Background: an optimization exercise with open tools, aiming at small area, a short achievable clock period and few clock cycles. Do not read the settings as production practice. Function was not checked in any run shown here: the RTL went through the layout flow alone. Power figures rest on the tool's default switching activity, not on a simulated workload.

`flow/design.v`:
```
module crc_engine (
    input  wire [1:0]  poly,
    input  wire [31:0] c,
    input  wire [31:0] d,
    output reg  [31:0] crc1,
    output reg  [31:0] crc4
);
    wire [7:0] p0_1, p0_4;
    wire [15:0] p1_1, p1_4;
    wire [31:0] p2_1, p2_4;
    wire [31:0] p3_1, p3_4;
    wire x_9_1 = c[9] ^ d[1];
    wire x_14_14 = c[14] ^ d[14];
    wire x_5_5 = c[5] ^ d[5];
    wire x_3_3 = c[3] ^ d[3];
    wire x_22_22 = c[22] ^ d[22];
    wire x_13_5 = c[13] ^ d[5];
    wire x_19_19 = c[19] ^ d[19];
    wire x_13_13 = c[13] ^ d[13];
    wire x_6_6 = c[6] ^ d[6];
    wire x_12_4 = c[12] ^ d[4];
    wire x_15_7 = c[15] ^ d[7];
    wire x_4_12 = c[4] ^ d[12];
    wire x_30_30 = c[30] ^ d[30];
    wire x_28_28 = c[28] ^ d[28];
    wire x_1_9 = c[1] ^ d[9];
    wire x_24_24 = c[24] ^ d[24];
    wire x_11_11 = c[11] ^ d[11];
    wire x_4_4 = c[4] ^ d[4];
    wire x_1_1 = c[1] ^ d[1];
    wire x_26_26 = c[26] ^ d[26];
    wire x_10_2 = c[10] ^ d[2];
    wire x_16_16 = c[16] ^ d[16];
    wire x_25_25 = c[25] ^ d[25];
    wire x_0_0 = c[0] ^ d[0];
    wire x_7_15 = c[7] ^ d[15];
    wire x_5_13 = c[5] ^ d[13];
    wire x_3_11 = c[3] ^ d[11];
    wire x_27_27 = c[27] ^ d[27];
    wire x_8_0 = c[8] ^ d[0];
    wire x_21_21 = c[21] ^ d[21];
    wire x_9_9 = c[9] ^ d[9];
    wire x_29_29 = c[29] ^ d[29];
    wire x_2_2 = c[2] ^ d[2];
    wire x_8_8 = c[8] ^ d[8];
    wire x_18_18 = c[18] ^ d[18];
    wire x_12_12 = c[12] ^ d[12];
    wire x_14_6 = c[14] ^ d[6];
    wire x_10_10 = c[10] ^ d[10];
    wire x_11_3 = c[11] ^ d[3];
    wire x_31_31 = c[31] ^ d[31];
    wire x_20_20 = c[20] ^ d[20];
    wire x_0_8 = c[0] ^ d[8];
    wire x_6_14 = c[6] ^ d[14];
    wire x_7_7 = c[7] ^ d[7];
    wire x_17_17 = c[17] ^ d[17];
    wire x_23_23 = c[23] ^ d[23];
    wire x_2_10 = c[2] ^ d[10];
    wire x_15_15 = c[15] ^ d[15];
    wire t0 = x_0_0 ^ x_4_4;
    wire t1 = x_1_1 ^ x_6_6;
    wire t2 = x_2_2 ^ x_5_5;
    wire t3 = x_3_3 ^ x_7_7;
    wire t4 = x_20_20 ^ x_23_23;
    wire t5 = x_10_10 ^ x_26_26;
    wire t6 = x_25_25 ^ x_30_30;
    wire t7 = x_15_15 ^ x_22_22;
    wire t8 = x_11_11 ^ x_27_27;
    wire t9 = x_21_21 ^ x_24_24;
    wire t10 = x_28_28 ^ x_29_29;
    wire t11 = x_17_17 ^ x_8_8;
    wire t12 = x_19_19 ^ x_31_31;
    wire t13 = t1 ^ x_2_2;
    wire t14 = x_14_14 ^ x_9_9;
    wire t15 = x_0_0 ^ x_3_3;
    wire t16 = x_12_12 ^ x_13_13;
    wire t17 = t0 ^ t2;
    wire t18 = t3 ^ x_6_6;
    wire t19 = t6 ^ x_18_18;
    wire t20 = t4 ^ x_16_16;
    wire t21 = t1 ^ t2;
    wire t22 = x_0_0 ^ x_5_5;
    wire t23 = x_4_4 ^ x_7_7;
    wire t24 = d[16] ^ d[28];
    wire t25 = x_10_2 ^ x_14_6;
    wire t26 = x_12_4 ^ x_8_0;
    wire t27 = x_13_5 ^ x_9_1;
    wire t28 = x_16_16 ^ x_23_23;
    wire t29 = x_1_1 ^ x_3_3;
    wire t30 = t3 ^ x_4_4;
    wire t31 = t5 ^ x_12_12;
    wire t32 = d[18] ^ d[21];
    wire t33 = d[19] ^ d[22];
    wire t34 = t0 ^ t12;
    wire t35 = t1 ^ x_5_5;
    wire t36 = t10 ^ t9;
    wire t37 = d[17] ^ d[20];
    wire t38 = d[23] ^ t33;
    wire t39 = x_11_3 ^ x_15_7;
    wire t40 = x_13_13 ^ x_14_14;
    wire t41 = x_13_13 ^ x_26_26;
    wire t42 = x_18_18 ^ x_21_21;
    wire t43 = x_1_1 ^ x_7_7;
    wire t44 = t11 ^ t8;
    wire t45 = d[24] ^ t24;
    wire t46 = x_0_8 ^ x_7_15;
    wire t47 = x_15_15 ^ x_31_31;
    wire t48 = x_23_23 ^ x_27_27;
    wire t49 = x_24_24 ^ x_28_28;
    wire t50 = x_3_11 ^ x_6_14;
    wire t51 = t0 ^ t29;
    wire t52 = t16 ^ x_25_25;
    wire t53 = t3 ^ t9;
    wire t54 = t7 ^ x_17_17;
    wire t55 = t7 ^ x_19_19;
    wire t56 = t0 ^ t13;
    wire t57 = t17 ^ x_7_7;
    wire t58 = t19 ^ x_9_9;
    wire t59 = d[25] ^ d[29];
    wire t60 = d[26] ^ d[30];
    wire t61 = d[27] ^ d[31];
    wire t62 = d[21] ^ t37;
    wire t63 = d[22] ^ t32;
    wire t64 = x_19_19 ^ x_22_22;
    wire t65 = x_1_9 ^ x_2_10;
    wire t66 = x_29_29 ^ x_7_7;
    wire t67 = x_2_2 ^ x_6_6;
    wire t68 = x_30_30 ^ x_6_6;
    wire t69 = x_3_3 ^ x_4_4;
    wire t70 = x_8_8 ^ x_9_9;
    wire t71 = t1 ^ x_7_7;
    wire t72 = t12 ^ t7;
    wire t73 = t16 ^ x_26_26;
    wire t74 = t2 ^ x_1_1;
    wire t75 = t25 ^ x_15_7;
    wire t76 = t26 ^ x_13_5;
    wire t77 = t27 ^ x_14_6;
    wire t78 = t3 ^ x_2_2;
    wire t79 = t4 ^ x_29_29;
    wire t80 = t40 ^ t5;
    wire t81 = t14 ^ t20;
    wire t82 = t18 ^ x_28_28;
    wire t83 = t18 ^ x_4_4;
    wire t84 = t35 ^ x_3_3;
    wire t85 = d[29] ^ d[8];
    wire t86 = d[17] ^ x_8_0;
    wire t87 = d[18] ^ x_9_1;
    wire t88 = d[19] ^ x_10_2;
    wire t89 = x_10_10 ^ x_11_11;
    wire t90 = x_11_3 ^ x_4_12;
    wire t91 = x_12_12 ^ x_14_14;
    wire t92 = x_16_16 ^ x_29_29;
    wire t93 = x_18_18 ^ x_30_30;
    wire t94 = x_1_1 ^ x_5_5;
    wire t95 = d[23] ^ t46;
    wire t96 = t1 ^ t41;
    wire t97 = t2 ^ x_6_6;
    wire t98 = t22 ^ x_1_1;
    wire t99 = t23 ^ t49;
    wire t100 = t28 ^ x_2_2;
    wire t101 = t38 ^ t50;
    wire t102 = t4 ^ t42;
    wire t103 = t5 ^ t8;
    wire t104 = t63 ^ x_5_13;
    wire t105 = t8 ^ x_31_31;
    wire t106 = t10 ^ t44;
    wire t107 = t13 ^ t9;
    wire t108 = t13 ^ x_0_0;
    wire t109 = t2 ^ t31;
    wire t110 = t34 ^ t80;
    wire t111 = t54 ^ x_31_31;
    wire t112 = t3 ^ t56;
    wire t113 = d[10] ^ d[31];
    wire t114 = d[12] ^ d[25];
    wire t115 = d[14] ^ d[26];
    wire t116 = d[15] ^ d[27];
    wire t117 = d[23] ^ d[28];
    wire t118 = d[30] ^ d[9];
    wire t119 = c[8] ^ x_2_2;
    wire t120 = d[20] ^ t61;
    wire t121 = d[29] ^ x_0_8;
    wire t122 = d[30] ^ x_7_15;
    wire t123 = d[31] ^ x_2_10;
    wire t124 = t117 ^ t85;
    wire t125 = x_10_10 ^ x_13_13;
    wire t126 = x_10_10 ^ x_25_25;
    wire t127 = x_11_11 ^ x_22_22;
    wire t128 = x_11_11 ^ x_23_23;
    wire t129 = x_15_15 ^ x_17_17;
    wire t130 = x_15_15 ^ x_25_25;
    wire t131 = x_15_7 ^ x_6_14;
    wire t132 = x_18_18 ^ x_3_3;
    wire t133 = x_1_9 ^ x_4_12;
    wire t134 = x_20_20 ^ x_24_24;
    wire t135 = x_24_24 ^ x_25_25;
    wire t136 = x_27_27 ^ x_8_8;
    wire t137 = x_5_5 ^ x_6_6;
    wire t138 = d[11] ^ t45;
    wire t139 = d[16] ^ t46;
    wire t140 = t0 ^ t137;
    wire t141 = t0 ^ x_7_7;
    wire t142 = t10 ^ t12;
    wire t143 = t10 ^ t14;
    wire t144 = t10 ^ t15;
    wire t145 = t11 ^ t127;
    wire t146 = t11 ^ t48;
    wire t147 = t11 ^ t6;
    wire t148 = t11 ^ x_20_20;
    wire t149 = t12 ^ t14;
    wire t150 = t122 ^ t65;
    wire t151 = t133 ^ t62;
    wire t152 = t14 ^ t42;
    wire t153 = t14 ^ t6;
    wire t154 = t15 ^ x_6_6;
    wire t155 = t16 ^ t28;
    wire t156 = t2 ^ t38;
    wire t157 = t25 ^ x_5_13;
    wire t158 = t26 ^ x_15_7;
    wire t159 = t29 ^ x_4_4;
    wire t160 = t4 ^ x_30_30;
    wire t161 = t40 ^ x_29_29;
    wire t162 = t41 ^ x_22_22;
    wire t163 = t45 ^ t50;
    wire t164 = t48 ^ x_8_8;
    wire t165 = t5 ^ x_27_27;
    wire t166 = t59 ^ t90;
    wire t167 = t6 ^ x_9_9;
    wire t168 = t65 ^ t86;
    wire t169 = t7 ^ x_11_11;
    wire t170 = t92 ^ x_12_12;
    wire t171 = t93 ^ x_20_20;
    wire t172 = t1 ^ t17;
    wire t173 = t101 ^ x_12_4;
    wire t174 = t102 ^ t52;
    wire t175 = t104 ^ x_6_14;
    wire t176 = t143 ^ t34;
    wire t177 = t15 ^ t21;
    wire t178 = t155 ^ t68;
    wire t179 = t163 ^ t88;
    wire t180 = t17 ^ t19;
    wire t181 = t18 ^ t36;
    wire t182 = t19 ^ t43;
    wire t183 = t20 ^ t64;
    wire t184 = t21 ^ t3;
    wire t185 = t22 ^ t71;
    wire t186 = t24 ^ t95;
    wire t187 = t30 ^ t94;
    wire t188 = t30 ^ x_9_9;
    wire t189 = t31 ^ x_28_28;
    wire t190 = t31 ^ x_5_5;
    wire t191 = t55 ^ x_10_10;
    wire t192 = t75 ^ t87;
    wire t193 = t78 ^ x_0_0;
    wire t194 = t79 ^ x_17_17;
    wire t195 = t97 ^ x_4_4;
    wire t196 = t111 ^ x_18_18;
    wire t197 = t164 ^ t84;
    wire t198 = t21 ^ t81;
    wire t199 = t34 ^ t82;
    wire t200 = t36 ^ t58;
    assign p0_1[0] = t140;
    assign p0_1[1] = (x_7_7 ^ t35);
    assign p0_1[2] = t57;
    assign p0_1[3] = t51;
    assign p0_1[4] = t108;
    assign p0_1[5] = (x_1_1 ^ t78);
    assign p0_1[6] = (x_2_2 ^ t69);
    assign p0_1[7] = (x_5_5 ^ t69);
    assign p0_4[0] = ((t32 ^ (d[24] ^ t118)) ^ (t43 ^ (t0 ^ t124)));
    assign p0_4[1] = (t74 ^ ((t118 ^ t33) ^ (t59 ^ (d[8] ^ t113))));
    assign p0_4[2] = (((((d[20] ^ d[26]) ^ t113) ^ (t32 ^ t85)) ^ t138) ^ t112);
    assign p0_4[3] = ((t138 ^ t156) ^ (t15 ^ (t114 ^ ((d[17] ^ d[18]) ^ (d[27] ^ d[8])))));
    assign p0_4[4] = (t18 ^ (((t114 ^ t60) ^ t62) ^ (x_0_0 ^ (d[24] ^ (d[13] ^ d[19])))));
    assign p0_4[5] = ((x_1_1 ^ ((d[13] ^ d[25]) ^ t115)) ^ (t63 ^ (t120 ^ t23)));
    assign p0_4[6] = (((d[21] ^ t115) ^ (t116 ^ t24)) ^ t156);
    assign p0_4[7] = (t154 ^ (t124 ^ (t37 ^ (d[22] ^ t116))));
    assign p1_1[0] = t26;
    assign p1_1[1] = t27;
    assign p1_1[2] = t25;
    assign p1_1[3] = t39;
    assign p1_1[4] = x_12_4;
    assign p1_1[5] = t76;
    assign p1_1[6] = t77;
    assign p1_1[7] = t75;
    assign p1_1[8] = (c[0] ^ t39);
    assign p1_1[9] = (c[1] ^ x_12_4);
    assign p1_1[10] = (c[2] ^ x_13_5);
    assign p1_1[11] = (c[3] ^ x_14_6);
    assign p1_1[12] = (c[4] ^ t158);
    assign p1_1[13] = (c[5] ^ t27);
    assign p1_1[14] = (c[6] ^ t25);
    assign p1_1[15] = (c[7] ^ t39);
    assign p1_4[0] = (((d[20] ^ x_12_4) ^ t90) ^ t179);
    assign p1_4[1] = (t166 ^ (t62 ^ ((x_12_4 ^ x_13_5) ^ (x_5_13 ^ x_7_15))));
    assign p1_4[2] = (((t60 ^ x_14_6) ^ t76) ^ t175);
    assign p1_4[3] = (t77 ^ (t38 ^ ((t61 ^ x_7_15) ^ t131)));
    assign p1_4[4] = (((d[20] ^ x_8_0) ^ t75) ^ t186);
    assign p1_4[5] = (t179 ^ (t158 ^ ((x_9_1 ^ t121) ^ t151)));
    assign p1_4[6] = ((((t37 ^ x_10_2) ^ t27) ^ t104) ^ (t150 ^ t166));
    assign p1_4[7] = (((t123 ^ t26) ^ (x_11_3 ^ (t32 ^ t60))) ^ (t101 ^ t157));
    assign p1_4[8] = (t173 ^ (t139 ^ ((t27 ^ t39) ^ (x_4_12 ^ t120))));
    assign p1_4[9] = (t186 ^ (t76 ^ (t151 ^ t157)));
    assign p1_4[10] = (t175 ^ (t77 ^ ((t121 ^ t39) ^ t168)));
    assign p1_4[11] = (t192 ^ (t150 ^ t173));
    assign p1_4[12] = ((t45 ^ (t123 ^ t131)) ^ (t76 ^ t95));
    assign p1_4[13] = ((t139 ^ t77) ^ (t86 ^ (x_3_11 ^ (t59 ^ x_1_9))));
    assign p1_4[14] = (((t60 ^ x_4_12) ^ t168) ^ t192);
    assign p1_4[15] = ((t39 ^ t87) ^ (t88 ^ ((t61 ^ x_2_10) ^ (x_3_11 ^ x_5_13))));
    assign p2_1[0] = t119;
    assign p2_1[1] = (c[9] ^ t15);
    assign p2_1[2] = ((c[10] ^ x_1_1) ^ t0);
    assign p2_1[3] = (c[11] ^ t74);
    assign p2_1[4] = (t67 ^ (c[12] ^ t15));
    assign p2_1[5] = ((c[13] ^ x_1_1) ^ t30);
    assign p2_1[6] = (x_5_5 ^ (c[14] ^ x_4_4));
    assign p2_1[7] = ((c[15] ^ x_6_6) ^ t22);
    assign p2_1[8] = (c[16] ^ t71);
    assign p2_1[9] = (c[17] ^ x_7_7);
    assign p2_1[10] = (c[18] ^ x_2_2);
    assign p2_1[11] = (c[19] ^ x_3_3);
    assign p2_1[12] = (c[20] ^ t0);
    assign p2_1[13] = (c[21] ^ t98);
    assign p2_1[14] = (c[22] ^ t13);
    assign p2_1[15] = (c[23] ^ t78);
    assign p2_1[16] = (t0 ^ (x_3_3 ^ (c[24] ^ x_2_2)));
    assign p2_1[17] = ((c[25] ^ x_5_5) ^ t51);
    assign p2_1[18] = (c[26] ^ t172);
    assign p2_1[19] = (c[27] ^ t184);
    assign p2_1[20] = (c[28] ^ t83);
    assign p2_1[21] = (t23 ^ (c[29] ^ t2));
    assign p2_1[22] = ((c[30] ^ x_3_3) ^ t97);
    assign p2_1[23] = (c[31] ^ t83);
    assign p2_1[24] = t57;
    assign p2_1[25] = t177;
    assign p2_1[26] = t112;
    assign p2_1[27] = t187;
    assign p2_1[28] = t140;
    assign p2_1[29] = t185;
    assign p2_1[30] = (x_0_0 ^ t71);
    assign p2_1[31] = t43;
    assign p2_4[0] = (((x_8_8 ^ (x_22_22 ^ x_26_26)) ^ t20) ^ t112);
    assign p2_4[1] = (t188 ^ (t74 ^ (t9 ^ t146)));
    assign p2_4[2] = (((t132 ^ t49) ^ t17) ^ (t70 ^ ((x_22_22 ^ x_6_6) ^ t126)));
    assign p2_4[3] = (t188 ^ (t35 ^ ((t128 ^ t5) ^ (x_29_29 ^ (x_19_19 ^ x_25_25)))));
    assign p2_4[4] = (t109 ^ ((x_8_8 ^ t134) ^ (t8 ^ (t23 ^ t68))));
    assign p2_4[5] = (t82 ^ ((t105 ^ t52) ^ (t70 ^ (x_21_21 ^ t22))));
    assign p2_4[6] = ((((x_10_10 ^ x_2_2) ^ t16) ^ t144) ^ t81);
    assign p2_4[7] = (((t89 ^ t9) ^ (x_30_30 ^ t129)) ^ (t159 ^ t161));
    assign p2_4[8] = ((((x_16_16 ^ x_31_31) ^ t91) ^ t169) ^ t180);
    assign p2_4[9] = (t57 ^ (t72 ^ (t16 ^ t148)));
    assign p2_4[10] = ((t152 ^ t162) ^ t57);
    assign p2_4[11] = ((x_14_14 ^ t191) ^ t197);
    assign p2_4[12] = ((t20 ^ t99) ^ (t67 ^ (x_9_9 ^ (x_11_11 ^ x_15_15))));
    assign p2_4[13] = ((t170 ^ t53) ^ (t22 ^ (t11 ^ t126)));
    assign p2_4[14] = (t58 ^ (t96 ^ (t0 ^ t145)));
    assign p2_4[15] = (t109 ^ (t149 ^ (t48 ^ (x_18_18 ^ t43))));
    assign p2_4[16] = ((((x_13_13 ^ x_1_1) ^ t28) ^ t103) ^ (t55 ^ t99));
    assign p2_4[17] = (t106 ^ (t20 ^ (t91 ^ (t135 ^ t2))));
    assign p2_4[18] = ((t73 ^ (t129 ^ t154)) ^ t200);
    assign p2_4[19] = (t182 ^ (((x_22_22 ^ x_27_27) ^ t92) ^ t110));
    assign p2_4[20] = ((t54 ^ (t8 ^ ((x_14_14 ^ x_16_16) ^ (x_30_30 ^ x_5_5)))) ^ t199);
    assign p2_4[21] = ((((x_12_12 ^ x_26_26) ^ t2) ^ t144) ^ t196);
    assign p2_4[22] = (((x_2_2 ^ t136) ^ t171) ^ (t66 ^ (t41 ^ t64)));
    assign p2_4[23] = ((t149 ^ t160) ^ (t15 ^ ((x_21_21 ^ x_28_28) ^ t136)));
    assign p2_4[24] = (t181 ^ (t100 ^ (t70 ^ (t47 ^ t5))));
    assign p2_4[25] = (t194 ^ ((t13 ^ t167) ^ (x_24_24 ^ t103)));
    assign p2_4[26] = (t189 ^ ((t19 ^ t53) ^ (x_2_2 ^ t105)));
    assign p2_4[27] = (t108 ^ (((x_7_7 ^ t8) ^ t142) ^ (t20 ^ t52)));
    assign p2_4[28] = (t178 ^ (t36 ^ (t0 ^ (x_22_22 ^ (x_14_14 ^ x_17_17)))));
    assign p2_4[29] = (t182 ^ ((((x_23_23 ^ x_24_24) ^ t22) ^ t161) ^ t111));
    assign p2_4[30] = (((x_14_14 ^ t134) ^ t19) ^ (t30 ^ t72));
    assign p2_4[31] = (((x_25_25 ^ (x_0_0 ^ x_21_21)) ^ t72) ^ t184);
    assign p3_1[0] = (t119 ^ t51);
    assign p3_1[1] = ((c[9] ^ t29) ^ t17);
    assign p3_1[2] = ((c[10] ^ t69) ^ t21);
    assign p3_1[3] = ((c[11] ^ t2) ^ t83);
    assign p3_1[4] = ((c[12] ^ x_7_7) ^ t21);
    assign p3_1[5] = (t23 ^ (c[13] ^ t1));
    assign p3_1[6] = (c[14] ^ t187);
    assign p3_1[7] = (c[15] ^ t84);
    assign p3_1[8] = ((c[16] ^ t67) ^ t141);
    assign p3_1[9] = (c[17] ^ t57);
    assign p3_1[10] = (c[18] ^ t195);
    assign p3_1[11] = ((c[19] ^ x_5_5) ^ t18);
    assign p3_1[12] = ((c[20] ^ t3) ^ t13);
    assign p3_1[13] = (c[21] ^ t43);
    assign p3_1[14] = (c[22] ^ t159);
    assign p3_1[15] = (c[23] ^ t17);
    assign p3_1[16] = ((c[24] ^ t15) ^ t35);
    assign p3_1[17] = ((c[25] ^ x_7_7) ^ t56);
    assign p3_1[18] = ((c[26] ^ x_5_5) ^ t23);
    assign p3_1[19] = ((c[27] ^ x_3_3) ^ t172);
    assign p3_1[20] = (t30 ^ (c[28] ^ t21));
    assign p3_1[21] = (c[29] ^ t185);
    assign p3_1[22] = ((c[30] ^ t0) ^ t18);
    assign p3_1[23] = (t3 ^ (c[31] ^ t2));
    assign p3_1[24] = t13;
    assign p3_1[25] = t193;
    assign p3_1[26] = x_2_2;
    assign p3_1[27] = x_3_3;
    assign p3_1[28] = t0;
    assign p3_1[29] = t98;
    assign p3_1[30] = t108;
    assign p3_1[31] = (x_1_1 ^ t193);
    assign p3_4[0] = ((t99 ^ (t8 ^ (x_26_26 ^ t130))) ^ t198);
    assign p3_4[1] = (t181 ^ ((t130 ^ ((x_16_16 ^ x_27_27) ^ t11)) ^ t109));
    assign p3_4[2] = (((x_16_16 ^ t162) ^ t106) ^ (t58 ^ t83));
    assign p3_4[3] = (t190 ^ (((x_7_7 ^ t93) ^ t146) ^ t176));
    assign p3_4[4] = (t110 ^ (t19 ^ ((x_8_8 ^ t66) ^ t100)));
    assign p3_4[5] = ((t100 ^ t147) ^ t199);
    assign p3_4[6] = (t106 ^ ((t28 ^ t47) ^ (t67 ^ ((x_14_14 ^ x_25_25) ^ t132))));
    assign p3_4[7] = ((t177 ^ t194) ^ (t19 ^ (t91 ^ (x_19_19 ^ t8))));
    assign p3_4[8] = (t107 ^ ((((x_15_15 ^ x_28_28) ^ t12) ^ t171) ^ (t30 ^ t73)));
    assign p3_4[9] = ((t70 ^ (t128 ^ t15)) ^ (t96 ^ (t36 ^ t72)));
    assign p3_4[10] = (((t10 ^ t68) ^ t169) ^ t190);
    assign p3_4[11] = (((x_0_0 ^ t66) ^ t105) ^ t178);
    assign p3_4[12] = (((t47 ^ t167) ^ t195) ^ (t73 ^ (t20 ^ t44)));
    assign p3_4[13] = (t174 ^ (t51 ^ (t89 ^ ((x_17_17 ^ x_2_2) ^ t47))));
    assign p3_4[14] = (t82 ^ (((x_27_27 ^ x_9_9) ^ t55) ^ t174));
    assign p3_4[15] = (t183 ^ ((t36 ^ t80) ^ (x_8_8 ^ t141)));
    assign p3_4[16] = ((t44 ^ t79) ^ (t98 ^ ((t7 ^ t9) ^ t153)));
    assign p3_4[17] = (((t7 ^ (x_31_31 ^ t28)) ^ t107) ^ (t189 ^ t58));
    assign p3_4[18] = (t84 ^ (((x_20_20 ^ t125) ^ t54) ^ t176));
    assign p3_4[19] = (t165 ^ t200);
    assign p3_4[20] = (t142 ^ ((x_22_22 ^ t6) ^ t103));
    assign p3_4[21] = ((t47 ^ (x_24_24 ^ t23)) ^ (t21 ^ (t153 ^ t170)));
    assign p3_4[22] = ((t160 ^ t44) ^ (t51 ^ ((t14 ^ t49) ^ (x_31_31 ^ t125))));
    assign p3_4[23] = (((t42 ^ t66) ^ (x_6_6 ^ (x_27_27 ^ x_31_31))) ^ (t20 ^ t31));
    assign p3_4[24] = (((x_21_21 ^ t147) ^ t81) ^ (t96 ^ (t17 ^ t55)));
    assign p3_4[25] = (t198 ^ ((t165 ^ t53) ^ t196));
    assign p3_4[26] = (((t15 ^ t5) ^ (t64 ^ t94)) ^ (t148 ^ t152));
    assign p3_4[27] = (t56 ^ (((x_9_9 ^ t8) ^ t102) ^ t191));
    assign p3_4[28] = (t183 ^ ((t53 ^ t74) ^ (t89 ^ (x_28_28 ^ (x_0_0 ^ x_12_12)))));
    assign p3_4[29] = (t107 ^ ((t52 ^ t79) ^ (t69 ^ t145)));
    assign p3_4[30] = (t180 ^ (t73 ^ (((x_22_22 ^ x_23_23) ^ t14) ^ t53)));
    assign p3_4[31] = (((t135 ^ t7) ^ t110) ^ t197);
    always @(*) begin
        case (poly)
            2'd0: begin crc1 = {24'd0, p0_1}; crc4 = {24'd0, p0_4}; end
            2'd1: begin crc1 = {16'd0, p1_1}; crc4 = {16'd0, p1_4}; end
            2'd2: begin crc1 = p2_1; crc4 = p2_4; end
            default: begin crc1 = p3_1; crc4 = p3_4; end
        endcase
    end
endmodule
module crc_unit (
    input  wire        clk,
    input  wire        rst,
    input  wire        fs,
    input  wire        req,
    input  wire        we,
    input  wire [7:0]  addr,
    input  wire [31:0] wdata,
    output wire        ready,
    output wire [31:0] rdata
);
    wire       wr     = req && we;
    wire [5:0] widx   = addr[7:2];
    wire [2:0] blk    = addr[7:5];    
    wire [2:0] reg_id = addr[4:2];
    wire [1:0] ch     = addr[6:5] - 2'd1;
    reg [3:0] ctl;        
    reg [3:0] mismatch;   
    reg [3:0] mm_sat;     
    reg       cfg_rej;    
    reg [5:0]  cfg     [0:3];
    reg [15:0] cfg2    [0:3];   
    reg [31:0] val     [0:3];
    reg [31:0] res_raw [0:3];   
    reg [1:0]  res_poly[0:3];   
    reg [31:0] mm_cnt  [0:3];
    reg [3:0]  active, open;
    reg [2:0]  cnt     [0:3];   
    wire [1:0]  poly_s = cfg[ch][1:0];
    wire [31:0] val_s  = val[ch];
    wire [31:0] crc1, crc4;
    crc_engine u_eng (.poly(poly_s), .c(val_s), .d(wdata), .crc1(crc1), .crc4(crc4));
    reg [31:0] init_s;
    always @(*) begin
        case (poly_s)
            2'd0:    init_s = 32'h000000FF;
            2'd1:    init_s = 32'h0000FFFF;
            default: init_s = 32'hFFFFFFFF;
        endcase
    end
    wire [31:0] val_new = !reg_id[2] ? wdata : reg_id[1] ? init_s : reg_id[0] ? crc1 : crc4;
    wire [3:0] reject, mm_event, sat_event, end_pend;
    genvar c;
    generate
        for (c = 0; c < 4; c = c + 1) begin : chn
            wire [1:0] poly  = cfg[c][1:0];
            wire [2:0] snoop = cfg[c][4:2];
            wire       dir   = cfg[c][5];
            wire sel       = wr && (blk == c + 1);
            wire wr_cfg    = sel && reg_id == 3'd0;
            wire wr_cfg2   = sel && reg_id == 3'd1;
            wire wr_val    = sel && reg_id == 3'd2;
            wire wr_feed32 = sel && reg_id == 3'd4;
            wire wr_feed8  = sel && reg_id == 3'd5;
            wire wr_cmd    = sel && reg_id == 3'd6;
            reg [31:0] mask, residue;
            reg [2:0]  width;
            always @(*) begin
                case (poly)
                    2'd0:    begin mask = 32'h000000FF; residue = 32'h000000C4; width = 3'd1; end
                    2'd1:    begin mask = 32'h0000FFFF; residue = 32'h00000000; width = 3'd2; end
                    2'd2:    begin mask = 32'hFFFFFFFF; residue = 32'hDEBB20E3; width = 3'd4; end
                    default: begin mask = 32'hFFFFFFFF; residue = 32'hB798B438; width = 3'd4; end
                endcase
            end
            assign end_pend[c] = active[c] && !ctl[c] && open[c];
            wire act_a  = fs ? ctl[c] : active[c];
            wire fs_end = fs && end_pend[c];
            wire open_a = open[c] && !fs_end;
            wire sw      = act_a && (snoop == 3'd0);
            wire cmd_end = sw && wr_cmd && wdata[1] && open_a;
            wire cmd_go  = sw && wr_cmd && wdata[0];
            wire feed8   = sw && open_a && wr_feed8;
            wire feed32  = sw && open_a && wr_feed32;
            wire val_ok  = !act_a || sw;
            wire cfg_bad = act_a || (wdata[4:2] > 3'd4) || (wdata[4:2] == 3'd4 && wdata[5]);
            assign reject[c] = (wr_cfg && cfg_bad) || (wr_cfg2 && act_a) || (wr_val && !val_ok);
            wire stream_end = fs_end || cmd_end;
            wire bad_check  = (cnt[c] < width) || ((val[c] & mask) != residue);
            wire mm_max     = &mm_cnt[c];
            assign mm_event[c]  = stream_end && dir && bad_check;
            assign sat_event[c] = mm_event[c] && (&mm_cnt[c][31:1]);
            always @(posedge clk) begin
                if (rst) begin
                    cfg[c]      <= 6'd0;
                    cfg2[c]     <= 16'd0;
                    val[c]      <= 32'd0;
                    res_raw[c]  <= 32'd0;
                    res_poly[c] <= 2'd1;   
                    mm_cnt[c]   <= 32'd0;
                    active[c]   <= 1'b0;
                    open[c]     <= 1'b0;
                    cnt[c]      <= 3'd0;
                end else begin
                    active[c] <= act_a;
                    open[c]   <= cmd_go || (open_a && !cmd_end);
                    if (wr_cfg && !cfg_bad)
                        cfg[c] <= wdata[5:0];
                    if (wr_cfg2 && !act_a)
                        cfg2[c] <= {wdata[18:16], wdata[14:8], wdata[5:0]};
                    if (stream_end && !dir) begin
                        res_raw[c]  <= val[c];
                        res_poly[c] <= poly;
                    end
                    if (mm_event[c] && !mm_max)
                        mm_cnt[c] <= mm_cnt[c] + 32'd1;
                    if ((wr_val && val_ok) || feed8 || feed32 || cmd_go)
                        val[c] <= val_new;
                    if (feed8)
                        cnt[c] <= (cnt[c] >= 3'd3) ? 3'd4 : cnt[c] + 3'd1;
                    if (feed32)
                        cnt[c] <= 3'd4;
                    if (cmd_go)
                        cnt[c] <= 3'd0;
                end
            end
        end
    endgenerate
    wire stat_wr = wr && widx == 6'd1;
    always @(posedge clk) begin
        if (rst) begin
            ctl      <= 4'd0;
            mismatch <= 4'd0;
            mm_sat   <= 4'd0;
            cfg_rej  <= 1'b0;
        end else begin
            if (wr && widx == 6'd0)
                ctl <= wdata[3:0];
            if (stat_wr) begin
                mismatch <= (mismatch & ~wdata[3:0]) | mm_event;
                mm_sat   <= (mm_sat & ~wdata[7:4]) | sat_event;
                cfg_rej  <= (cfg_rej & ~wdata[8]) | (|reject);
            end else begin
                mismatch <= mismatch | mm_event;
                mm_sat   <= mm_sat | sat_event;
                cfg_rej  <= cfg_rej | (|reject);
            end
        end
    end
    wire [1:0]  rp = res_poly[ch];
    wire [31:0] res_s = (res_raw[ch] & (rp == 2'd0 ? 32'h000000FF : rp == 2'd1 ? 32'h0000FFFF : 32'hFFFFFFFF))
                      ^ (rp == 2'd0 ? 32'h000000FF : rp == 2'd1 ? 32'h00000000 : 32'hFFFFFFFF);
    wire [15:0] c2 = cfg2[ch];
    reg  [31:0] rval;
    always @(*) begin
        rval = 32'd0;
        if (widx == 6'd0)
            rval = {28'd0, ctl};
        else if (widx == 6'd1)
            rval = {23'd0, cfg_rej, mm_sat, mismatch};
        else if (blk >= 3'd1 && blk <= 3'd4) begin
            case (reg_id)
                3'd0: rval = {26'd0, cfg[ch]};
                3'd1: rval = {13'd0, c2[15:13], 1'b0, c2[12:6], 2'b00, c2[5:0]};
                3'd2: rval = val_s;
                3'd3: rval = res_s;
                3'd7: rval = mm_cnt[ch];
                default: rval = 32'd0;
            endcase
        end
    end
    reg        rv;    
    reg [31:0] rdq;
    always @(posedge clk) begin
        rdq <= rval;
        if (rst)
            rv <= 1'b0;
        else
            rv <= req && !we && !rv && !(fs && (|end_pend));
    end
    assign ready = we || rv;
    assign rdata = rdq;
endmodule
```
`flow/run.sh`:
```
#!/bin/bash
# synth_recipe.tcl (not shown) runs the flow's synth.tcl, then flattens the netlist and writes it again
# the make line also repeats each setting of config.mk as NAME=value (left out here)
make -C /OpenROAD-flow-scripts/flow DESIGN_CONFIG=/design/flow/config.mk WORK_HOME=/design/flow/orfs CLKGATE_MAP_FILE= SYNTH_SCRIPT=/design/flow/synth_recipe.tcl finish
```
`flow/config.mk`:
```
export PLATFORM = sky130hd
export DESIGN_NAME = crc_unit
export DESIGN_NICKNAME = crc_unit
export VERILOG_FILES = /design/flow/design.v
export SDC_FILE = /design/flow/constraint.sdc
export NUM_CORES = 4
export LEC_CHECK = 0
export CAP_MARGIN = 20
export CORE_MARGIN = 2
export CORE_UTILIZATION = 40
export SLEW_MARGIN = 20
```
`flow/constraint.sdc`:
```
create_clock -name core_clock -period 10.0 [get_ports {clk}]
set_input_delay 2.0000 -clock core_clock [delete_from_list [all_inputs] [get_ports {clk}]]
set_output_delay 2.0000 -clock core_clock [all_outputs]
set_load 0.01 [all_outputs]
```
==> run_results.csv, run 1 <==
group,metric,value,unit
outcome,outcome,"complete, no violations",
route,firstDrtPassIters,6,
floorplanning,ios,78,
worst_hold_path,hold_path_class,"flip-flop to flip-flop",
yosys,netlist_area,36100,µm²
grt,grt_pass1_wl,200000,µm
power_and_ir_drop,p_leak,14.0,nW
floorplanning,initial_core_util,0.402,
grt,use_met1,0.398,
setup_path,crit_path_max_fanout,57,
placed_design,place.gp.congestion,0.997,
cts,cts_buffers,60,
yosys,synth-main-ff-cell,"dfxtp_1",
timing,fmax,0.149,GHz
grt,grt_usage,0.289,
placed_design,place_inst,4949,
timing,setup_violations,0,
setup_path,crit_type,"input port to flip-flop",
route,drtAntennaViolNets,0,
grt,grt_max_degree,213,
floorplanning,dieArea,92700,µm²
yosys,synth_area_per_cell,9.32,µm²
placed_design,dp_hpwl,98700,µm
grt,grt_busiest_layer,"met2",
yosys,ys_seq_area_frac,0.303,
finish,stdcell_count,5060,
setup_path,start_kind,"input port",
grt,first_global_vias,28500,
floorplanning,rows,110,
yosys,synth-edff-count,0,
timing,worst_pin_slew,1.17,ns
finish,syn_to_final_growth,10.6,%
route,drt-vias-per-instance,6.03,
timing,final.period_utilization,0.671,
cts,postCtsSetupBuffers,0,
cts,cts-root-buf,"clkbuf_16",
grt,antenna_found_initial,4,
grt,grt_overflow_total,0,
cts,clk_pin_slew_worst_paths,0.06,ns
cts,cts_buffer_depth,3,
cts,cts_tree,"yes",
job,drv_cap,0,
floorplanning,die_w,304,µm
timing,final.setup.tns,0,ns
timing,hold_viol,0,
finish,n_antenna_cell,0,
yosys,ys_types,90,
cts,htree_levels,2,
yosys,synth.net_count,3941,
route,vias,30500,
grt,grtUsageMet3,0.0499,
yosys,ys_async_sr_fraction,0,
setup_path,cp.required,10.46,ns
timing,fin_crit,6.71,ns
route,post-route-drc-count,0,
cts,cts_sinks,546,
yosys,ys_warn_count,9,
floorplanning,core_area,89700,µm²
cts,cts_resized,0,
grt,grtUsageMet2,0.447,
yosys,ys_ff_latch,546,
yosys,syn_inst,3876,
power_and_ir_drop,vdd_drop_max,0.141,mV
finish,drive_gt1_frac,0.116,
timing,fin_worst_skew,0.0177,ns
setup_path,worstPathArrival,7.17,ns
cts,holdBufCountCts,0,
route,wl_per_cell,27.1,µm
finish,fill_cells,8744,
placed_design,numPortBuffers,75,
timing,drv_slew,0,
cts,clk_latency,0.63,ns
setup_path,end_kind,"flip-flop",
timing,grt_setup_unrepaired,"false",
power_and_ir_drop,p_per_area,151,nW/µm²
timing,slew_headroom,0.217,
floorplanning,die_h,304,µm
route,drt_iter0_markers,3584,
finish,nets,3900,
route,routed_wl,137000,µm
-- sequential cells by signal, summed over array words and instances (netlist names) --
register	flops
cfg2	64
active	4
res_poly	8
val	128
mismatch	4
ctl	4
mm_cnt	128
cfg_rej	1
cfg	24
rdq	32
mm_sat	4
open	4
cnt	12
rv	1
res_raw	128
-- metrics by stage --
stage | cell area (µm²) | hold slack (ns) | total power [mW] | setup WS (ns) | utilization
floorplan | 36100 | 0.425 | 3.41 | 4.88 | -
global placement | 38000 | 0.438 | 3.84 | 2.85 | 0.423
detailed placement | 38000 | 0.443 | 3.83 | 2.83 | 0.423
CTS | 39900 | 0.451 | 6.03 | 3.48 | 0.445
global route | 39900 | 0.464 | 6.20 | 3.25 | 0.445
finish | 39900 | 0.453 | 6.04 | 3.29 | 0.445
-- per-layer routing --
| layer | share of wire | up-vias |
|---|---|---|
| met4 | 0.047 | 6 |
| met2 | 0.45 | 1606 |
| met3 | 0.098 | 319 |
| met1 | 0.41 | 15000 |
| met5 | 0.00030 | - |
| li1 | - | 13600 |
-- path summary, 6_finish.rpt --
path / cells past startpoint / slack [ns] / from / endpoint
worst max register to register: 10 / 5.37 / val[3][0]$_SDFFE_PP0P_ / val[0][10]$_SDFFE_PP0P_
worst min register to register: 2 / 0.45 / res_raw[1][26]$_SDFFE_PP0P_ / res_raw[1][26]$_SDFFE_PP0P_
worst min-delay path: 2 / 0.45 / res_raw[1][26]$_SDFFE_PP0P_ / res_raw[1][26]$_SDFFE_PP0P_
worst max-delay path: 12 / 3.29 / addr[5] / val[0][10]$_SDFFE_PP0P_
-- Yosys cell counts, types with 29 or more instances --
cell type,instances,area share
inv_1,40,0.0042
o21ai_0,128,0.018
nor3_1,56,0.0078
o31ai_1,34,0.0071
mux4_2,121,0.075
dfxtp_1,546,0.30
or3_1,34,0.0059
nor2_1,404,0.042
xnor3_1,111,0.069
clkbuf_1,205,0.021
buf_1,29,0.0030
xor2_1,115,0.028
mux2i_1,131,0.036
and3_1,30,0.0052
xnor2_1,469,0.11
nand3_1,135,0.019
a211oi_1,40,0.0083
nand4_1,32,0.0055
a21oi_1,258,0.036
xnor2_2,44,0.020
nand2_1,450,0.047
-- power by group --
part	internal, mW	total (mW)	switching (mW)
Sequential	2.18	2.18	0.00367
Combinational	0.740	1.64	0.904
Clock	1.27	2.22	0.948
Total	4.19	6.04	1.86
-- cell type report --
cell class | instances | area, µm² | share of cell area
Multi-Input combinational cell | 3026 | 24000 | 0.601
Sequential cell | 546 | 10900 | 0.274
Clock buffer | 87 | 1720 | 0.0432
Tap cell | 1176 | 1470 | 0.0368
Timing Repair Buffer | 161 | 1430 | 0.0358
Clock inverter | 24 | 214 | 0.00536
Inverter | 40 | 150 | 0.00376
-- kinds of logic after synthesis --
group | count (synthesis) | synth area share
AOI/OAI and AO/OA | 678 | 0.119
xor gates and xnor gates | 781 | 0.260
adders and majority gates | 20 | 0.00693
buffers and inverters | 304 | 0.0346
DFF | 546 | 0.303
muxes | 270 | 0.118
and+or+nand+nor | 1277 | 0.159
-- placed cells by master (no fill, tap or decap), types with 30 or more instances in the layout --
| cell type | count |
|---|---|
| inv_1 | 39 |
| nand3_1 | 135 |
| nor3_1 | 54 |
| or3_1 | 34 |
| o31ai_1 | 34 |
| xnor2_2 | 44 |
| a211oi_1 | 40 |
| clkbuf_16 | 61 |
| mux2i_1 | 129 |
| and3_1 | 30 |
| nor2_1 | 399 |
| xnor2_1 | 469 |
| a21oi_1 | 258 |
| nand4_1 | 32 |
| dfxtp_1 | 546 |
| xor2_1 | 115 |
| nand2_1 | 449 |
| buf_4 | 84 |
| o21ai_0 | 127 |
| mux4_2 | 121 |
| clkdlybuf4s50_1 | 71 |
| xnor3_1 | 111 |
-- critical path, cell delays in order --
cell      delay [ns]
buf_8           0.51
buf_12          0.39
mux4_2          0.77
xnor2_4         0.20
buf_4           0.34
xnor3_1         0.72
xnor2_1         0.60
xnor3_1         0.38
nand2_1         0.06
o2111a_1        0.17
a31oi_1         0.66
o32ai_1         0.20
==> run 2, diff against run 1 <==
--- a/flow/design.v
+++ b/flow/design.v
@@ -455,9 +455,12 @@
     output wire [31:0] rdata
 );
-    wire       wr     = req && we;
-    wire [5:0] widx   = addr[7:2];
-    wire [2:0] blk    = addr[7:5];    
-    wire [2:0] reg_id = addr[4:2];
-    wire [1:0] ch     = addr[6:5] - 2'd1;
+    reg        wr;        
+    reg        fsq;       
+    reg [7:2]  aq;        
+    reg [31:0] wd;        
+    wire [5:0] widx   = aq[7:2];
+    wire [2:0] blk    = aq[7:5];    
+    wire [2:0] reg_id = aq[4:2];
+    wire [1:0] ch     = aq[6:5] - 2'd1;
     reg [3:0] ctl;        
     reg [3:0] mismatch;   
@@ -466,14 +469,16 @@
     reg [5:0]  cfg     [0:3];
     reg [15:0] cfg2    [0:3];   
-    reg [31:0] val     [0:3];
+    reg [31:0] val     [0:3];   
     reg [31:0] res_raw [0:3];   
     reg [1:0]  res_poly[0:3];   
+    reg [2:0]  cnt     [0:3];   
     reg [31:0] mm_cnt  [0:3];
     reg [3:0]  active, open;
-    reg [2:0]  cnt     [0:3];   
+    reg [3:0]  val_ok;          
+    reg [3:0]  res_ok;          
     wire [1:0]  poly_s = cfg[ch][1:0];
     wire [31:0] val_s  = val[ch];
     wire [31:0] crc1, crc4;
-    crc_engine u_eng (.poly(poly_s), .c(val_s), .d(wdata), .crc1(crc1), .crc4(crc4));
+    crc_engine u_eng (.poly(poly_s), .c(val_s), .d(wd), .crc1(crc1), .crc4(crc4));
     reg [31:0] init_s;
     always @(*) begin
@@ -484,5 +489,5 @@
         endcase
     end
-    wire [31:0] val_new = !reg_id[2] ? wdata : reg_id[1] ? init_s : reg_id[0] ? crc1 : crc4;
+    wire [31:0] val_new = !reg_id[2] ? wd : reg_id[1] ? init_s : reg_id[0] ? crc1 : crc4;
     wire [3:0] reject, mm_event, sat_event, end_pend;
     genvar c;
@@ -510,53 +515,59 @@
             end
             assign end_pend[c] = active[c] && !ctl[c] && open[c];
-            wire act_a  = fs ? ctl[c] : active[c];
-            wire fs_end = fs && end_pend[c];
+            wire act_a  = fsq ? ctl[c] : active[c];
+            wire fs_end = fsq && end_pend[c];
             wire open_a = open[c] && !fs_end;
             wire sw      = act_a && (snoop == 3'd0);
-            wire cmd_end = sw && wr_cmd && wdata[1] && open_a;
-            wire cmd_go  = sw && wr_cmd && wdata[0];
+            wire cmd_end = sw && wr_cmd && wd[1] && open_a;
+            wire cmd_go  = sw && wr_cmd && wd[0];
             wire feed8   = sw && open_a && wr_feed8;
             wire feed32  = sw && open_a && wr_feed32;
-            wire val_ok  = !act_a || sw;
-            wire cfg_bad = act_a || (wdata[4:2] > 3'd4) || (wdata[4:2] == 3'd4 && wdata[5]);
-            assign reject[c] = (wr_cfg && cfg_bad) || (wr_cfg2 && act_a) || (wr_val && !val_ok);
+            wire val_wok = !act_a || sw;
+            wire val_we  = (wr_val && val_wok) || feed8 || feed32 || cmd_go;
+            wire cfg_bad = act_a || (wd[4:2] > 3'd4) || (wd[4:2] == 3'd4 && wd[5]);
+            assign reject[c] = (wr_cfg && cfg_bad) || (wr_cfg2 && act_a) || (wr_val && !val_wok);
             wire stream_end = fs_end || cmd_end;
             wire bad_check  = (cnt[c] < width) || ((val[c] & mask) != residue);
             wire mm_max     = &mm_cnt[c];
+            wire res_we     = stream_end && !dir;
             assign mm_event[c]  = stream_end && dir && bad_check;
             assign sat_event[c] = mm_event[c] && (&mm_cnt[c][31:1]);
             always @(posedge clk) begin
                 if (rst) begin
-                    cfg[c]      <= 6'd0;
-                    cfg2[c]     <= 16'd0;
-                    val[c]      <= 32'd0;
-                    res_raw[c]  <= 32'd0;
-                    res_poly[c] <= 2'd1;   
-                    mm_cnt[c]   <= 32'd0;
-                    active[c]   <= 1'b0;
-                    open[c]     <= 1'b0;
-                    cnt[c]      <= 3'd0;
+                    cfg[c]    <= 6'd0;
+                    cfg2[c]   <= 16'd0;
+                    mm_cnt[c] <= 32'd0;
+                    active[c] <= 1'b0;
+                    open[c]   <= 1'b0;
+                    val_ok[c] <= 1'b0;
+                    res_ok[c] <= 1'b0;
                 end else begin
                     active[c] <= act_a;
                     open[c]   <= cmd_go || (open_a && !cmd_end);
                     if (wr_cfg && !cfg_bad)
-                        cfg[c] <= wdata[5:0];
+                        cfg[c] <= wd[5:0];
                     if (wr_cfg2 && !act_a)
-                        cfg2[c] <= {wdata[18:16], wdata[14:8], wdata[5:0]};
-                    if (stream_end && !dir) begin
-                        res_raw[c]  <= val[c];
-                        res_poly[c] <= poly;
-                    end
+                        cfg2[c] <= {wd[18:16], wd[14:8], wd[5:0]};
                     if (mm_event[c] && !mm_max)
                         mm_cnt[c] <= mm_cnt[c] + 32'd1;
-                    if ((wr_val && val_ok) || feed8 || feed32 || cmd_go)
-                        val[c] <= val_new;
-                    if (feed8)
-                        cnt[c] <= (cnt[c] >= 3'd3) ? 3'd4 : cnt[c] + 3'd1;
-                    if (feed32)
-                        cnt[c] <= 3'd4;
-                    if (cmd_go)
-                        cnt[c] <= 3'd0;
+                    if (val_we)
+                        val_ok[c] <= 1'b1;
+                    if (res_we)
+                        res_ok[c] <= 1'b1;
+                end
+            end
+            always @(posedge clk) begin
+                if (res_we) begin
+                    res_raw[c]  <= val[c];
+                    res_poly[c] <= poly;
                 end
+                if (val_we)
+                    val[c] <= val_new;
+                if (feed8)
+                    cnt[c] <= (cnt[c] >= 3'd3) ? 3'd4 : cnt[c] + 3'd1;
+                if (feed32)
+                    cnt[c] <= 3'd4;
+                if (cmd_go)
+                    cnt[c] <= 3'd0;
             end
         end
@@ -571,9 +582,9 @@
         end else begin
             if (wr && widx == 6'd0)
-                ctl <= wdata[3:0];
+                ctl <= wd[3:0];
             if (stat_wr) begin
-                mismatch <= (mismatch & ~wdata[3:0]) | mm_event;
-                mm_sat   <= (mm_sat & ~wdata[7:4]) | sat_event;
-                cfg_rej  <= (cfg_rej & ~wdata[8]) | (|reject);
+                mismatch <= (mismatch & ~wd[3:0]) | mm_event;
+                mm_sat   <= (mm_sat & ~wd[7:4]) | sat_event;
+                cfg_rej  <= (cfg_rej & ~wd[8]) | (|reject);
             end else begin
                 mismatch <= mismatch | mm_event;
@@ -598,6 +609,6 @@
                 3'd0: rval = {26'd0, cfg[ch]};
                 3'd1: rval = {13'd0, c2[15:13], 1'b0, c2[12:6], 2'b00, c2[5:0]};
-                3'd2: rval = val_s;
-                3'd3: rval = res_s;
+                3'd2: rval = val_ok[ch] ? val_s : 32'd0;
+                3'd3: rval = res_ok[ch] ? res_s : 32'd0;
                 3'd7: rval = mm_cnt[ch];
                 default: rval = 32'd0;
@@ -605,14 +616,20 @@
         end
     end
-    reg        rv;    
-    reg [31:0] rdq;
+    reg  rv;    
+    wire rd_ok = rv && !(fsq && (|end_pend));
     always @(posedge clk) begin
-        rdq <= rval;
-        if (rst)
-            rv <= 1'b0;
-        else
-            rv <= req && !we && !rv && !(fs && (|end_pend));
+        aq <= addr[7:2];
+        wd <= wdata;
+        if (rst) begin
+            wr  <= 1'b0;
+            fsq <= 1'b0;
+            rv  <= 1'b0;
+        end else begin
+            wr  <= req && we;
+            fsq <= fs;
+            rv  <= req && !we && !rd_ok;
+        end
     end
-    assign ready = we || rv;
-    assign rdata = rdq;
+    assign ready = we || rd_ok;
+    assign rdata = rval;
 endmodule
==> run 2 against run 1 <==
Still clean on timing, DRC and antenna. Flip-flop and latch count up 16. Clock-buffer cell count is 7 lower. Critical path depth is 1 lower. Via count decreased by 8.7%. Power up 33%. Cell count fell by 9.8%. Sequential power grew 12%. Fmax fell by 8.1%. Clock power increased by 2%. Register-to-register slack worse by 2.2 ns. Non-clock buffer count shrank 5. Critical path type is now flip-flop to output port.
==> run_results.csv, run 2 <==
group,metric,value,unit
cts,cts_buffer_depth,3,
finish,syn_to_final_growth,11.8,%
floorplanning,initial_core_util,0.405,
floorplanning,dieArea,88900,µm²
timing,final.setup.tns,0,ns
yosys,synth.area.top_cells,"edfxtp_1, dfxtp_1, xnor2_1, xnor3_1, xor2_1",
power_and_ir_drop,p_leak,13.3,nW
setup_path,critical_path_depth,11,
cts,cts_sinks,562,
cts,postCtsSetupBuffers,0,
setup_path,rr_endpoint,"val[3][14]$_DFFE_PP_",
yosys,ys_async_sr_fraction,0,
timing,fmax,0.137,GHz
placed_design,place.gp.congestion,0.987,
yosys,synth.net_count,3429,
grt,antenna_found_initial,2,
yosys,ys_warn_count,9,
finish,drive_gt1_frac,0.0922,
worst_hold_path,hold_end,"res_raw[2][11]$_DFFE_PP_",
yosys,synthAdderAreaFrac,0.00940,
worst_hold_path,hp-start,"val[2][11]$_DFFE_PP_",
finish,final_common_cell,"xnor2_1",
finish,n_antenna_cell,0,
timing,fin_crit,7.30,ns
worst_hold_path,hold_path_depth,0,
yosys,synth_top_cell_by_area,"edfxtp_1",
yosys,synthMuxAreaShare,0.0169,
worst_hold_path,hold_path_class,"flip-flop to flip-flop",
setup_path,ff2ff_setup_slack,3.18,ns
setup_path,crit_type,"flip-flop to output port",
setup_path,end_kind,"output port",
cts,cts-root-buf,"clkbuf_16",
cts,clk_pin_slew_worst_paths,0.06,ns
timing,grt_setup_unrepaired,"false",
grt,grt_usage,0.278,
timing,worst_slack,2.70,ns
placed_design,dp_worst_setup_slack,3.43,ns
yosys,synth_compound_area_frac,0.143,
floorplanning,die_w,298,µm
cts,holdBufCountCts,0,
yosys,synth_common_cells,"xnor2_1, nand2_1, dfxtp_1",
route,firstDrtPassIters,13,
placed_design,numPortBuffers,75,
timing,hold_viol,0,
grt,first_global_vias,25900,
yosys,syn_inst,3358,
finish,layout_common_cells,"xnor2_1, nand2_1, dfxtp_1",
timing,slew_headroom,0.188,
yosys,synth-xor-area-share,0.261,
yosys,synth-edff-count,264,
route,routed_wl,128000,µm
floorplanning,rows,107,
yosys,synth-main-ff-cell,"dfxtp_1",
setup_path,reg2reg_from,"aq[6]$_DFF_P_",
route,wl_per_cell,27.9,µm
setup_path,worstPathArrival,5.30,ns
setup_path,critPathBufInv,3,
floorplanning,core_area,85400,µm²
setup_path,path_delay_family,"compound AO/OA/AOI/OAI gates",
setup_path,cp.required,8.00,ns
setup_path,cp-startpoint,"aq[5]$_DFF_P_",
job,drv_cap,0,
setup_path,crit_path_max_fanout,65,
cts,cts_resized,0,
route,vias,27900,
grt,grt_overflow_total,0,
power_and_ir_drop,vdd_drop_max,0.164,mV
setup_path,crit_path_cell_trace,"inv_1 -> ha_4 -> buf_12 -> a222oi_1 -> nand2_1 -> o21ai_1 -> nand2_1 -> xnor2_1 -> a222oi_1 -> o21ai_0 -> clkdlybuf4s50_1",
grt,grt_pass1_wl,184000,µm
yosys,ys_seq_area_frac,0.401,
yosys,synthSimpleGateAreaFrac,0.138,
power_and_ir_drop,p_per_area,208,nW/µm²
yosys,synth_top_family_by_area,"XOR/XNOR gates",
floorplanning,ios,78,
cts,htree_levels,2,
route,drt_iter0_markers,4602,
finish,stdcell_count,4562,
yosys,synth_area_per_cell,10.3,µm²
placed_design,place_inst,4448,
placed_design,dp_hpwl,89400,µm
timing,drv_slew,0,
route,drt-vias-per-instance,6.11,
finish,nets,3438,
yosys,ys_ff_latch,562,
setup_path,start_kind,"flip-flop",
route,post-route-drc-count,0,
yosys,yosysMostFrequentCell,"xnor2_1",
cts,clk_latency,0.66,ns
timing,setup_violations,0,
yosys,synth_top_area_frac,0.229,
cts,cts_buffers,60,
outcome,outcome,"complete, no violations",
yosys,ys_types,91,
timing,worst_pin_slew,1.21,ns
setup_path,max_stage_delay,0.66,ns
floorplanning,die_h,298,µm
setup_path,reg2reg_depth,12,
timing,final.period_utilization,0.730,
setup_path,slowest_stage,"dfxtp_1",
timing,fin_worst_skew,0.0602,ns
yosys,netlist_area,34600,µm²
finish,reg_top3,"mm_cnt: 128 flops, res_raw: 128 flops, val: 128 flops",
route,drtAntennaViolNets,0,
cts,cts_tree,"yes",
grt,grt_max_degree,122,
==> run 2: power by group <==
part	internal (mW)	switching [mW]	leakage (nW)	total, mW
Clock	1.31	0.965	0.980	2.27
Sequential	2.42	0.0250	4.79	2.44
Combinational	1.63	1.70	7.53	3.33
Total	5.35	2.69	13.3	8.04
==> run 2: worst max-delay path by stage <==
stage                           end  slack (ns)
3_5_place_dp              rdata[30]        3.43
6_report                   rdata[7]        2.70
4_1_cts                   rdata[30]        2.70
2_1_floorplan              rdata[6]        5.06
5_1_grt                    rdata[7]        2.46
3_3_place_gp   val[0][14]$_DFFE_PP_        3.37
==> run 2: kinds of logic after synthesis <==
logic type,Yosys count
fa+ha+maj,26
buf+inv,246
simple gates,1026
xor+xnor,745
compound gates,701
mux,52
flops,562
==> run 2: metal layers <==
layer,vias to the layer above,global-route usage,part of all wire
met3,332,0.0558,0.11
met4,0,0.136,0.055
met5,-,0,0
met2,1767,0.408,0.42
met1,13500,0.390,0.41
li1,12300,-,-
==> run 2: worst register-to-register path, stage by stage (launching register included) <==
cell and delay (ns):
dfxtp_1 0.51, inv_1 0.23, ha_4 0.37, inv_4 0.71, buf_4 0.68, a21oi_2 0.32
xnor2_2 0.68, xnor3_2 0.71, xor2_1 0.84, xnor3_1 0.48, a21oi_1 0.41, a21oi_1 0.14
o221ai_1 0.43
==> run 2: through the flow <==
step	utilization	power (mW)	area, µm²	hold WS [ns]
after CTS	0.453	7.97	38700	0.439
after detailed placement	0.429	5.70	36700	0.445
after floorplan	-	4.96	34600	0.406
final	0.453	8.04	38700	0.443
after global placement	0.429	5.70	36700	0.441
after global routing	0.453	8.27	38700	0.459
==> run 2: layout make-up <==
class | instances | area (µm²)
clock buffers | 80 | 1640
well taps | 1144 | 1430
fillers | 8083 | 46700
clock inverters | 33 | 368
flip-flops and latches | 562 | 13900
multi-input cells | 2550 | 19800
repair buffers | 156 | 1390
inverters | 37 | 141
==> run 3, diff against run 2 <==
--- a/flow/design.v
+++ b/flow/design.v
@@ -462,5 +462,4 @@
     wire [2:0] blk    = aq[7:5];    
     wire [2:0] reg_id = aq[4:2];
-    wire [1:0] ch     = aq[6:5] - 2'd1;
     reg [3:0] ctl;        
     reg [3:0] mismatch;   
@@ -477,6 +476,18 @@
     reg [3:0]  val_ok;          
     reg [3:0]  res_ok;          
-    wire [1:0]  poly_s = cfg[ch][1:0];
-    wire [31:0] val_s  = val[ch];
+    reg [3:0] s_ch;                   
+    reg [3:0] s_cfg, s_cfg2, s_res, s_mm;   
+    reg       s_ctl, s_stat, s_val;   
+    reg [1:0]  poly_s;
+    reg [31:0] val_s;
+    integer k;
+    always @(*) begin
+        poly_s = 2'd0;
+        val_s  = 32'd0;
+        for (k = 0; k < 4; k = k + 1) begin
+            poly_s = poly_s | ({2{s_ch[k]}} & cfg[k][1:0]);
+            val_s  = val_s  | ({32{s_ch[k]}} & val[k]);
+        end
+    end
     wire [31:0] crc1, crc4;
     crc_engine u_eng (.poly(poly_s), .c(val_s), .d(wd), .crc1(crc1), .crc4(crc4));
@@ -594,26 +605,30 @@
         end
     end
-    wire [1:0]  rp = res_poly[ch];
-    wire [31:0] res_s = (res_raw[ch] & (rp == 2'd0 ? 32'h000000FF : rp == 2'd1 ? 32'h0000FFFF : 32'hFFFFFFFF))
-                      ^ (rp == 2'd0 ? 32'h000000FF : rp == 2'd1 ? 32'h00000000 : 32'hFFFFFFFF);
-    wire [15:0] c2 = cfg2[ch];
-    reg  [31:0] rval;
+    reg [31:0] res_t, mm_t;
+    reg [15:0] c2_t;
+    reg [5:0]  cfg_t;
+    reg [1:0]  rp;
+    reg        rok, vok;
     always @(*) begin
-        rval = 32'd0;
-        if (widx == 6'd0)
-            rval = {28'd0, ctl};
-        else if (widx == 6'd1)
-            rval = {23'd0, cfg_rej, mm_sat, mismatch};
-        else if (blk >= 3'd1 && blk <= 3'd4) begin
-            case (reg_id)
-                3'd0: rval = {26'd0, cfg[ch]};
-                3'd1: rval = {13'd0, c2[15:13], 1'b0, c2[12:6], 2'b00, c2[5:0]};
-                3'd2: rval = val_ok[ch] ? val_s : 32'd0;
-                3'd3: rval = res_ok[ch] ? res_s : 32'd0;
-                3'd7: rval = mm_cnt[ch];
-                default: rval = 32'd0;
-            endcase
+        res_t = 32'd0; mm_t = 32'd0; c2_t = 16'd0; cfg_t = 6'd0; rp = 2'd0; rok = 1'b0; vok = 1'b0;
+        for (k = 0; k < 4; k = k + 1) begin
+            res_t = res_t | ({32{s_res[k]}} & res_raw[k]);
+            rp    = rp    | ({2{s_res[k]}} & res_poly[k]);
+            rok   = rok   | (s_res[k] & res_ok[k]);
+            mm_t  = mm_t  | ({32{s_mm[k]}} & mm_cnt[k]);
+            c2_t  = c2_t  | ({16{s_cfg2[k]}} & cfg2[k]);
+            cfg_t = cfg_t | ({6{s_cfg[k]}} & cfg[k]);
+            vok   = vok   | (s_ch[k] & val_ok[k]);
         end
     end
+    wire [31:0] res_v = (res_t & (rp == 2'd0 ? 32'h000000FF : rp == 2'd1 ? 32'h0000FFFF : 32'hFFFFFFFF))
+                      ^ (rp == 2'd0 ? 32'h000000FF : rp == 2'd1 ? 32'h00000000 : 32'hFFFFFFFF);
+    wire [31:0] rval = ({32{s_val && vok}} & val_s)
+                     | ({32{rok}} & res_v)
+                     | mm_t
+                     | {13'd0, c2_t[15:13], 1'b0, c2_t[12:6], 2'b00, c2_t[5:0]}
+                     | {26'd0, cfg_t}
+                     | ({32{s_ctl}} & {28'd0, ctl})
+                     | ({32{s_stat}} & {23'd0, cfg_rej, mm_sat, mismatch});
     reg  rv;    
     wire rd_ok = rv && !(fsq && (|end_pend));
@@ -621,4 +636,14 @@
         aq <= addr[7:2];
         wd <= wdata;
+        s_ctl  <= addr[7:2] == 6'd0;
+        s_stat <= addr[7:2] == 6'd1;
+        s_val  <= addr[4:2] == 3'd2;
+        for (k = 0; k < 4; k = k + 1) begin
+            s_ch[k]   <= addr[7:5] == k + 1;
+            s_cfg[k]  <= addr[7:5] == k + 1 && addr[4:2] == 3'd0;
+            s_cfg2[k] <= addr[7:5] == k + 1 && addr[4:2] == 3'd1;
+            s_res[k]  <= addr[7:5] == k + 1 && addr[4:2] == 3'd3;
+            s_mm[k]   <= addr[7:5] == k + 1 && addr[4:2] == 3'd7;
+        end
         if (rst) begin
             wr  <= 1'b0;
==> run 3 against run 2 <==
Cell count down 1.4%. Global-route usage up 0.15 points. Via count down 3.1%. Setup slack better by 0.54 ns. Register-to-register slack better by 1.6 ns.
==> run_results.csv, run 3 <==
group,metric,value,unit
cts,cts_sinks,585,
finish,drive_gt1_frac,0.0970,
floorplanning,die_w,301,µm
timing,fin_worst_skew,0.0271,ns
finish,reg_top3,"mm_cnt: 128 flops, res_raw: 128 flops, val: 128 flops",
route,wl_per_cell,28.6,µm
setup_path,crit_path_max_fanout,19,
yosys,synth_top_area_frac,0.225,
cts,cts_buffers,66,
placed_design,numPortBuffers,75,
timing,final.setup.tns,0,ns
yosys,synth_area_per_cell,10.8,µm²
finish,final_common_cell,"xnor2_1",
grt,grt_pass1_wl,183000,µm
setup_path,crit_type,"flip-flop to output port",
timing,fin_crit,6.76,ns
power_and_ir_drop,p_switching,2.48,mW
yosys,synth_top_cell_by_area,"edfxtp_1",
finish,layout_common_cells,"xnor2_1, nor2_1, dfxtp_1",
yosys,synth.area.top_cells,"edfxtp_1, dfxtp_1, xnor2_1, xnor3_1, a22oi_1",
cts,cts_buffer_depth,3,
timing,fmax,0.148,GHz
finish,syn_to_final_growth,11.6,%
yosys,ys_warn_count,9,
yosys,syn_inst,3266,
floorplanning,rows,108,
route,drt_iter0_markers,3701,
timing,grt_setup_unrepaired,"false",
setup_path,end_kind,"output port",
placed_design,place_area,37100,µm²
floorplanning,die_h,301,µm
cts,cts_tree,"yes",
setup_path,start_kind,"flip-flop",
grt,grt_usage,0.279,
yosys,ys_ff_latch,585,
timing,final.period_utilization,0.676,
floorplanning,dieArea,90300,µm²
power_and_ir_drop,p_seq_frac,0.326,
yosys,synth-edff-count,264,
setup_path,cp.required,8.00,ns
power_and_ir_drop,combPwrFrac,0.363,
grt,grt_overflow_total,0,
timing,setup_violations,0,
floorplanning,initial_core_util,0.404,
placed_design,place.gp.congestion,0.996,
yosys,ys_types,101,
route,drt-vias-per-instance,6.01,
cts,cts-root-buf,"clkbuf_16",
power_and_ir_drop,vdd_drop_max,0.178,mV
grt,first_global_vias,25000,
cts,clk_latency,0.62,ns
route,drtAntennaViolNets,0,
yosys,synth-main-ff-cell,"dfxtp_1",
setup_path,max_stage_delay,1.04,ns
finish,nets,3355,
cts,postCtsSetupBuffers,0,
route,vias,27000,
placed_design,dp_hpwl,93100,µm
power_and_ir_drop,clockPowerShare,0.311,
grt,antenna_found_initial,2,
power_and_ir_drop,swShare,0.319,
finish,fin_util,0.451,
route,firstDrtPassIters,6,
cts,htree_levels,3,
yosys,ys_async_sr_fraction,0,
power_and_ir_drop,total_power,7.78,mW
setup_path,worstPathArrival,4.76,ns
grt,grt_max_degree,101,
timing,worst_pin_slew,1.17,ns
finish,fill_cells,8251,
timing,drv_slew,0,
timing,whs,0.458,ns
route,routed_wl,129000,µm
power_and_ir_drop,internal_power,5.30,mW
timing,slew_headroom,0.212,
yosys,synth.net_count,3331,
setup_path,slowest_stage,"dfxtp_1",
yosys,synth_common_cells,"xnor2_1, nor2_1, dfxtp_1",
cts,holdBufCountCts,0,
route,post-route-drc-count,0,
yosys,ys_seq_area_frac,0.408,
power_and_ir_drop,p_leak,14.5,nW
setup_path,crit_path_cell_trace,"buf_4 -> a22oi_1 -> and2_1 -> nor2_2 -> a32oi_1 -> nand4_1 -> clkdlybuf4s50_1",
floorplanning,core_area,87000,µm²
job,drv_cap,0,
finish,stdcell_area,39300,µm²
timing,hold_viol,0,
cts,cts_resized,0,
worst_hold_path,hold_path_class,"flip-flop to flip-flop",
yosys,netlist_area,35200,µm²
power_and_ir_drop,p_per_area,198,nW/µm²
outcome,outcome,"complete, no violations",
cts,clk_pin_slew_worst_paths,0.06,ns
yosys,yosysMostFrequentCell,"xnor2_1",
floorplanning,ios,78,
-- run 3: cell count changes in the layout (fill, tap and decap cells not counted), sizes merged, moves of 23 or more --
cell | previous run | this run
a21oi | 236 | 115
a221oi | 14 | 42
a222oi | 136 | 6
a22o | 1 | 31
a22oi | 18 | 189
dfxtp | 298 | 321
mux2i | 41 | 114
nand2 | 360 | 198
nor2 | 277 | 347
o21ai | 137 | 71
xnor2 | 448 | 423
-- run 3: power groups by stage --
stage          combinational [mW]  sequential, mW  clock, mW
2_1_floorplan                2.08            2.56          0
3_3_place_gp                 2.73            2.58          0
3_5_place_dp                 2.73            2.58          0
4_1_cts                      2.75            2.53       2.46
5_1_grt                      2.89            2.53       2.55
6_report                     2.82            2.53       2.42
-- run 3: layout make-up --
class	count	area (µm²)	area share
inverters	45	169	0.00430
well taps	1155	1450	0.0368
multi-input cells	2441	19800	0.505
diodes	1	2.50	0.0000637
clock buffers	91	1830	0.0465
repair buffers	151	1330	0.0337
clock inverters	27	312	0.00793
flip-flops and latches	585	14400	0.366
-- run 3: metal layers --
| metal | GRT usage | wire (µm) | vias to the layer above |
|---|---|---|---|
| li1 | - | - | 11900 |
| met1 | 0.388 | 53200 | 13300 |
| met2 | 0.417 | 55300 | 1511 |
| met3 | 0.0707 | 14500 | 262 |
| met4 | 0.109 | 5680 | 2 |
| met5 | 0 | 11 | - |
-- run 3: kinds of logic (layout without fill, tap and decap cells) --
family	count (synthesis)	count (layout)	synth area share
multiplexers	120	120	0.0344
adder cells (fa/ha/maj)	20	20	0.00711
AND/OR/NAND/NOR	957	957	0.133
buffers and inverters	240	314	0.0305
flip-flops	585	585	0.408
other	0	1	0
XOR/XNOR	730	730	0.259
AO/OA/AOI/OAI	614	614	0.127
-- run 3: worst paths after layout --
path | from | endpoint | slack, ns | cells past startpoint
setup / recovery | s_res[3]$_DFF_P_ | rdata[18] | 3.24 | 7
hold / removal | mismatch[3]$_SDFF_PP0_ | mismatch[3]$_SDFF_PP0_ | 0.46 | 2
setup reg to reg | s_ch[3]$_DFF_P_ | val[2][6]$_DFFE_PP_ | 4.78 | 9
hold reg to reg | mismatch[3]$_SDFF_PP0_ | mismatch[3]$_SDFF_PP0_ | 0.46 | 2
-- run 3: through the flow --
stage                     worst slack [ns]  cells
after floorplan                       5.64   3266
after global placement                3.96   4377
after detailed placement              3.91   4377
after CTS                             3.27   4495
after global routing                  3.21   4495
final                                 3.24   4496
-- run 3: critical path: cells and delay by family (launching register included) --
kind	cells	cell delay, ns
AND/OR/NAND/NOR	3	1.44
buffers and inverters	2	0.99
AO/OA/AOI/OAI	2	0.64
flip-flops	1	1.04

[port drivers added, routing unchanged]
How much do the figures lean on ideal ports? The routed layouts below were timed once more, with nothing changed but the port constraints. Step 1, drivers: a clkbuf_16 drives clk and a buf_2 each remaining input, both assumed. Step 2 times the ports against the registers' clock, not the clock port: input delays grow and output delays shrink by t, the midpoint of the rising clock arrivals with the driver on. Three values: ideal, step 1, step 2; two values: the first two.
run | shift t [ns] | slack for setup (ns) | hold WS [ns] | latest minus earliest clock arrival (ns) | worst slew at a driven data input, ns
run 1 | 0.682 | 3.289 / 3.287 / 2.605 | 0.453 / 0.453 / 0.453 | 0.019 / 0.019 | 0.06
run 2 | 0.700 | 2.700 / 2.632 / 3.181 | 0.443 / 0.443 / 0.443 | 0.062 / 0.062 | 0.05
run 3 | 0.672 | 3.242 / 3.181 / 3.853 | 0.458 / 0.458 / 0.458 | 0.028 / 0.028 | 0.05
After both steps setup and hold are still met in every run listed. For run 1, which loses most, drivers alone change the setup slack by -0.002 ns; drivers and shift together by -0.684 ns.
